Source: an optimization exercise on an open RTL-to-GDS flow (aim: small area, a short achievable clock period and few clock cycles per item). Production flows keep margins and buffers that such runs may drop.
Function was checked by simulation only, so behaviour that the tests miss may differ from the original.
Power is estimated from default activity; no workload was simulated.

==> inputs of 09-16 <==
==> flow/design.v (excerpt) <==
module rs_decoder (
  input  wire       clk,
  input  wire       rst,
  input  wire [7:0] cfg_n,
  input  wire [4:0] cfg_r,
  input  wire       in_valid,
  output wire       in_ready,
  input  wire [7:0] in_data,
  output wire       out_valid,
  input  wire       out_ready,
  output wire [7:0] out_data,
  output wire       out_last,
  output wire       out_err,
  output wire [3:0] out_nerr
);
==> flow/config.mk <==
export PLATFORM = sky130hd
export DESIGN_NAME = rs_decoder
export DESIGN_NICKNAME = rs_decoder
export VERILOG_FILES = /design/flow/design.v
export SDC_FILE = /design/flow/constraint.sdc
export NUM_CORES = 4
export LEC_CHECK = 0
export CAP_MARGIN = 20
export CORE_MARGIN = 2
export CORE_UTILIZATION = 40
export SLEW_MARGIN = 20
export SYNTH_MEMORY_MAX_BITS = 4096
==> flow/constraint.sdc <==
create_clock -name core_clock -period 10.0 [get_ports {clk}]
set_input_delay 2.0000 -clock core_clock [delete_from_list [all_inputs] [get_ports {clk}]]
set_output_delay 2.0000 -clock core_clock [all_outputs]
set_load 0.01 [all_outputs]
standard.sh (not shown) runs the stock make flow with config.mk's settings and CLKGATE_MAP_FILE= SYNTH_SCRIPT=/design/flow/synth_recipe.tcl, a recipe that flattens the netlist after the stock synthesis.
==> flow/flow/run.sh <==
#!/bin/bash
# Layout flow: the standard ORFS flow (standard synthesis, floorplan,
# placement, CTS, routing, finish) with the constraint file unchanged, but
# with repair_timing told to keep a setup margin of 6.5 ns, so that the
# resizer works the paths down towards a 3.5 ns period instead of stopping
# as soon as the 10 ns constraint is met.  make's full output goes to
# flow_make.log here; ORFS keeps each step's own log under orfs/logs/.
set -euo pipefail
bash standard.sh SETUP_SLACK_MARGIN=6.5 finish > flow_make.log 2>&1
==> 06-12 (differences from 09-16) <==
--- a/flow/design.v
+++ b/flow/design.v
@@ -305,13 +305,14 @@
   integer i, j;
   reg rst_q;
   always @(posedge clk) rst_q <= rst;
   wire rs  = rst_q;             
   wire rsf = rst | rst_q;       
-  reg        in_ready_r;
+  reg        in_ready_r;     
+  reg        rdy_f, rdy_n;   
   assign in_ready = in_ready_r;
-  wire       in_fire = in_valid & in_ready_r;
+  wire       in_fire = in_valid & (rdy_f | rdy_n);
   reg  [7:0] icnt;           
   reg  [7:0] in_n;
   reg  [4:0] in_r;
   reg        in_last_nx;     
   reg        in_msg_nx;      
@@ -358,29 +359,28 @@
       for (i = 0; i < 8; i = i + 1)
         mbuf[i] <= {mbuf[i][CAP-2:0], d1_data[i]};
   reg [15:0] rlo, rhi;
   reg [15:0] rgrp [0:7];
   always @* begin
-    for (j = 0; j < 16; j = j + 1) begin
-      rlo[j] = (rtap[3:0] == j);
-      rhi[j] = (rtap[7:4] == j);
-    end
     for (i = 0; i < 8; i = i + 1) begin
       for (j = 0; j < 16; j = j + 1)
         rgrp[i][j] = |(mbuf[i][16*j +: 16] & rlo);
       buf_q[i] = |(rgrp[i] & rhi);
     end
   end
   wire [8:0] occ_nx = occ + {8'd0, buf_wr} - {8'd0, buf_rd};
   wire [7:0] tap_d  = (buf_wr & ~buf_rd) ? 8'h01 : (~buf_wr & buf_rd) ? 8'hff : 8'h00;
+  wire [7:0] tap_nx = rs ? 8'hff : rtap + tap_d;
   always @(posedge clk) begin
-    if (rs) begin
+    if (rs)
       occ <= 9'd0;
-      rtap <= 8'hff;
-    end else begin
+    else
       occ <= occ_nx;
-      rtap <= rtap + tap_d;
+    rtap <= tap_nx;
+    for (j = 0; j < 16; j = j + 1) begin
+      rlo[j] <= (tap_nx[3:0] == j);
+      rhi[j] <= (tap_nx[7:4] == j);
     end
   end
   reg [7:0] acc [0:15];
   reg       syn_full;                  
   reg [7:0] syn_n;
@@ -445,11 +445,11 @@
                         m_s ? (sr[j] & {8{m_ls[j]}}) : (m_i ? dinv : dd));
       psum = psum ^ pr[j];
     end
   end
   wire b_easy  = b_zero || b_bad;
-  reg  dz;                  
+  wire dz = (psum == 8'h00);   
   reg  om_last, om_v;       
   reg  [2:0] om_idx;
   wire b_rot   = (bst == B_A2) ||
                  (bst == B_OMG && !om_last) ||
                  (bst == B_ROT && boff != 4'd0 && !b_easy);
@@ -459,12 +459,12 @@
     bst_nx = bst;
     case (bst)
       B_IDLE: if (syn_full) bst_nx = B_CHK;
       B_CHK:  bst_nx = b_zero ? B_ROT : B_A1;
       B_A1:   bst_nx = B_A2;
-      B_A2:   bst_nx = B_B1;
-      B_B1:   bst_nx = !dz ? B_B2 : (lastit ? B_ROT : B_A1);
+      B_A2:   bst_nx = !dz ? B_B1 : ((bn == b_rm1) ? B_ROT : B_A1);
+      B_B1:   bst_nx = B_B2;
       B_B2:   bst_nx = lastit ? B_ROT : B_A1;
       B_ROT:  if (bm_xfer) bst_nx = b_easy ? B_IDLE : B_OMG;
       B_OMG:  if (om_last) bst_nx = B_IDLE;
       default: bst_nx = B_IDLE;
     endcase
@@ -520,22 +520,21 @@
           b_zero <= acc_zero;
         end
         B_CHK: ;
         B_A2: begin
           dd     <= psum;
-          dz     <= (psum == 8'h00);
+          if (dz) begin
+            bh[1] <= 8'h00;
+            for (i = 2; i <= 8; i = i + 1)
+              bh[i] <= bh[i - 1];
+          end
           repl   <= ({bl, 1'b0} <= {1'b0, bn});
           lastit <= (bn == b_rm1);
           boff   <= boff + 4'd1;
           bn     <= bn + 5'd1;
         end
         B_B1: begin
-          if (dz) begin
-            bh[1] <= 8'h00;
-            for (i = 2; i <= 8; i = i + 1)
-              bh[i] <= bh[i - 1];
-          end
         end
         B_B2: begin
           for (i = 1; i <= 8; i = i + 1)
             lam[i] <= lam[i] ^ pr[i];
           if (repl) begin
@@ -571,24 +570,29 @@
   reg        c_easy;        
   reg        c_ok;
   reg  [8:0] c_pos;         
   reg  [3:0] c_cnt;         
   reg  [7:0] c_ls [0:PL-1];   
+  reg  [7:0] c_lt [0:PL-1];   
   reg        c_lv;          
   reg  [PL-1:0] c_lm;       
   reg  [PL-1:0] c_hit;      
   reg        c_end1, c_end2, c_end3, c_end4;
   reg  [3:0] c_hs;          
   reg  [3:0] c_pre;         
   wire       c_xfer;        
   assign chien_idle = cst[0];
   reg [7:0] lsum [0:PL-1];
+  reg [7:0] ltop [0:PL-1];
   always @* begin
     for (j = 0; j < PL; j = j + 1) begin
       lsum[j] = 8'h01;
-      for (i = 1; i <= 8; i = i + 1)
+      ltop[j] = 8'h00;
+      for (i = 1; i <= 4; i = i + 1)
         lsum[j] = lsum[j] ^ gf_mul(cl[i], gf_pow(-i * j));
+      for (i = 5; i <= 8; i = i + 1)
+        ltop[j] = ltop[j] ^ gf_mul(cl[i], gf_pow(-i * j));
     end
   end
   reg [3:0] hitsum;
   always @* begin
     hitsum = 4'd0;
@@ -598,11 +602,13 @@
   wire       scan_end = c_pos[8] || (c_pos[7:0] < PL);
   always @(posedge clk) begin
     for (j = 0; j < PL; j = j + 1)
       c_ls[j] <= lsum[j];
     for (j = 0; j < PL; j = j + 1)
-      c_hit[j] <= c_lv && (c_ls[j] == 8'h00) && c_lm[j];
+      c_lt[j] <= ltop[j];
+    for (j = 0; j < PL; j = j + 1)
+      c_hit[j] <= c_lv && (c_ls[j] == c_lt[j]) && c_lm[j];
     c_hs <= hitsum;
     if (rs) begin
       cst <= C_IDLE;
     end else begin
       case (1'b1)
@@ -765,30 +771,30 @@
     s2_nerr <= s1_nerr;
   end
   wire [7:0]  s2_out = s2_d ^ (s2_fix ? gf_mul(s2_om, s2_inv) : 8'h00);
   wire [13:0] s2_ent = {s2_nerr, s2_err, s2_last, s2_out};
   reg [13:0] fq [0:3];
+  reg [13:0] oq;
   reg        fv;
-  assign o_pop     = fv && out_ready;
+  assign o_pop     = (f_cnt != 3'd0) && out_ready;
   assign out_valid = fv;
-  assign out_data  = fq[0][7:0];
-  assign out_last  = fq[0][8];
-  assign out_err   = fq[0][9];
-  assign out_nerr  = fq[0][13:10];
-  wire       f_keep = !out_ready && !(s2_v && f_cnt == 3'd0);
+  assign out_data  = oq[7:0];
+  assign out_last  = oq[8];
+  assign out_err   = oq[9];
+  assign out_nerr  = oq[13:10];
   reg [13:0] fq_pop [0:3];
   reg [13:0] fq_hold [0:3];
   always @* begin
     for (i = 0; i < 4; i = i + 1) begin
       fq_hold[i] = (s2_v && f_cnt == i) ? s2_ent : fq[i];
       fq_pop[i]  = (s2_v && (f_cnt == i + 1 || (f_cnt == 3'd0 && i == 0))) ? s2_ent :
                    ((i < 3) ? fq[(i + 1) % 4] : fq[i]);
     end
   end
   always @(posedge clk) begin
-    fq[0] <= (fq[0] & {14{f_keep}}) | ((out_ready ? fq_pop[0] : s2_ent) & {14{!f_keep}});
-    for (i = 1; i < 4; i = i + 1)
+    oq <= out_ready ? fq_pop[0] : ((f_cnt == 3'd0) ? s2_ent : fq[0]);
+    for (i = 0; i < 4; i = i + 1)
       fq[i] <= out_ready ? fq_pop[i] : fq_hold[i];
     if (rsf)
       fv <= 1'b0;
     else
       fv <= o_pop ? (f_cnt + {2'b00, s2_v} != 3'd1) : (f_cnt != 3'd0 || s2_v);
@@ -798,11 +804,16 @@
       f_cnt <= f_cnt + {2'b00, s2_v} - {2'b00, o_pop};
   end
   wire       next_first = in_fire ? (icnt != 8'd0 && in_last_nx) : (icnt == 8'd0);
   wire       bm_idle_nx = (bst_nx == B_IDLE) && !(bst == B_IDLE && syn_full);
   always @(posedge clk) begin
-    if (rsf)
+    if (rsf) begin
       in_ready_r <= 1'b0;
-    else
+      rdy_f      <= 1'b0;
+      rdy_n      <= 1'b0;
+    end else begin
       in_ready_r <= (occ <= CAP - 3) && (!next_first || bm_idle_nx);
+      rdy_f      <= (occ <= CAP - 3) && next_first && bm_idle_nx;
+      rdy_n      <= (occ <= CAP - 3) && !next_first;
+    end
   end
 endmodule
==> flow/flow/run.sh (replaced) <==
#!/bin/bash
# Layout flow: the standard ORFS flow (standard synthesis, floorplan,
# placement, CTS, routing, finish) with the constraint file unchanged, but
# with repair_timing told to keep a setup margin of 6.5 ns, so that the
# resizer works the paths down towards a 3.5 ns period instead of stopping
# as soon as the 10 ns constraint is met, and with larger clock sink
# clusters (25 sinks, 100 um) so the clock tree needs fewer buffers.
# make's full output goes to flow_make.log here; ORFS keeps each step's own
# log under orfs/logs/.
set -euo pipefail
bash standard.sh SETUP_SLACK_MARGIN=6.5 CTS_CLUSTER_SIZE=25 CTS_CLUSTER_DIAMETER=100 finish > flow_make.log 2>&1
==> qor summary <==
Overall power after layout: 09-16 57900 uW; 06-12 47500 uW
Cell count after synthesis: 09-16 12300; 06-12 12200
Finished Core Util: 09-16 45.5%; 06-12 43.3%
Number of signal-net inverters in the final layout: 09-16 180; 06-12 185
Post-detailed-route via-to-cell ratio: 09-16 5.92; 06-12 5.78
Post-place setup slack: 09-16 4.46 ns; 06-12 5.21 ns
R2r worst-path depth: 09-16 10; 06-12 4
Die Span X: 09-16 627 um; 06-12 631 um
Final weighted congestion in routability-driven placement: 09-16 0.990; 06-12 0.949
Result of the run: 09-16 finished clean; 06-12 finished clean
Comb group: 09-16 27700 uW; 06-12 21200 uW
Largest net degree at the start of global routing: 09-16 202; 06-12 190
Largest fanout on the critical path: 09-16 1; 06-12 5
Hold Crit Endpoint: 09-16 s2_om[3]; 06-12 s2_d[0]
CP Depth: 09-16 1; 06-12 4
Multi-input gate share of the layout cell area: 09-16 34.5%; 06-12 35.2%
Reg power frac: 09-16 30.4%; 06-12 38.3%
Power density cells: 09-16 329 nW/um^2; 06-12 280 nW/um^2
TritonCTS buffer count: 09-16 341; 06-12 168
Final critical path time including I/O delays and setup: 09-16 3.58 ns; 06-12 3.55 ns
Number of non-clock buffers in the layout: 09-16 466; 06-12 299
Testbench counts of 09-16, summed over its fixed seeds: cycles 43,031, items 256.
Testbench counts of 06-12, summed over its fixed seeds: cycles 42,566, items 256.

afterwards: timing with drivers on the ports:
The flow's constraints put no driver on any port. The routed layouts listed below were extracted and timed again, unchanged, in two steps. Step 1 sets driving cells, clkbuf_16 on the clock port and buf_2 on the other inputs (assumed; they add their load-dependent delay and slew). Step 2 adds t to the input delays and takes it off the output delays; t is the mean of the earliest and latest rising clock arrival at the registers after step 1. Input paths then give back, and output paths get back, about the clock's delay inside the block. a / b / c = ideal / step 1 / step 2; a / b = the first two.
| run | shift t [ns] | setup WS [ns] | slew at the worst register clock pin (ns) |
|---|---|---|---|
| 09-16 | 1.081 | 6.416 / 6.291 / 5.337 | 0.07 / 0.07 |
| 06-12 | 1.006 | 6.450 / 6.398 / 5.745 | 0.11 / 0.11 |
After both steps setup and hold are still met in every run listed. The setup slack of 09-16, which loses most, moves by -0.125 ns with the drivers and by -1.079 ns with both steps.
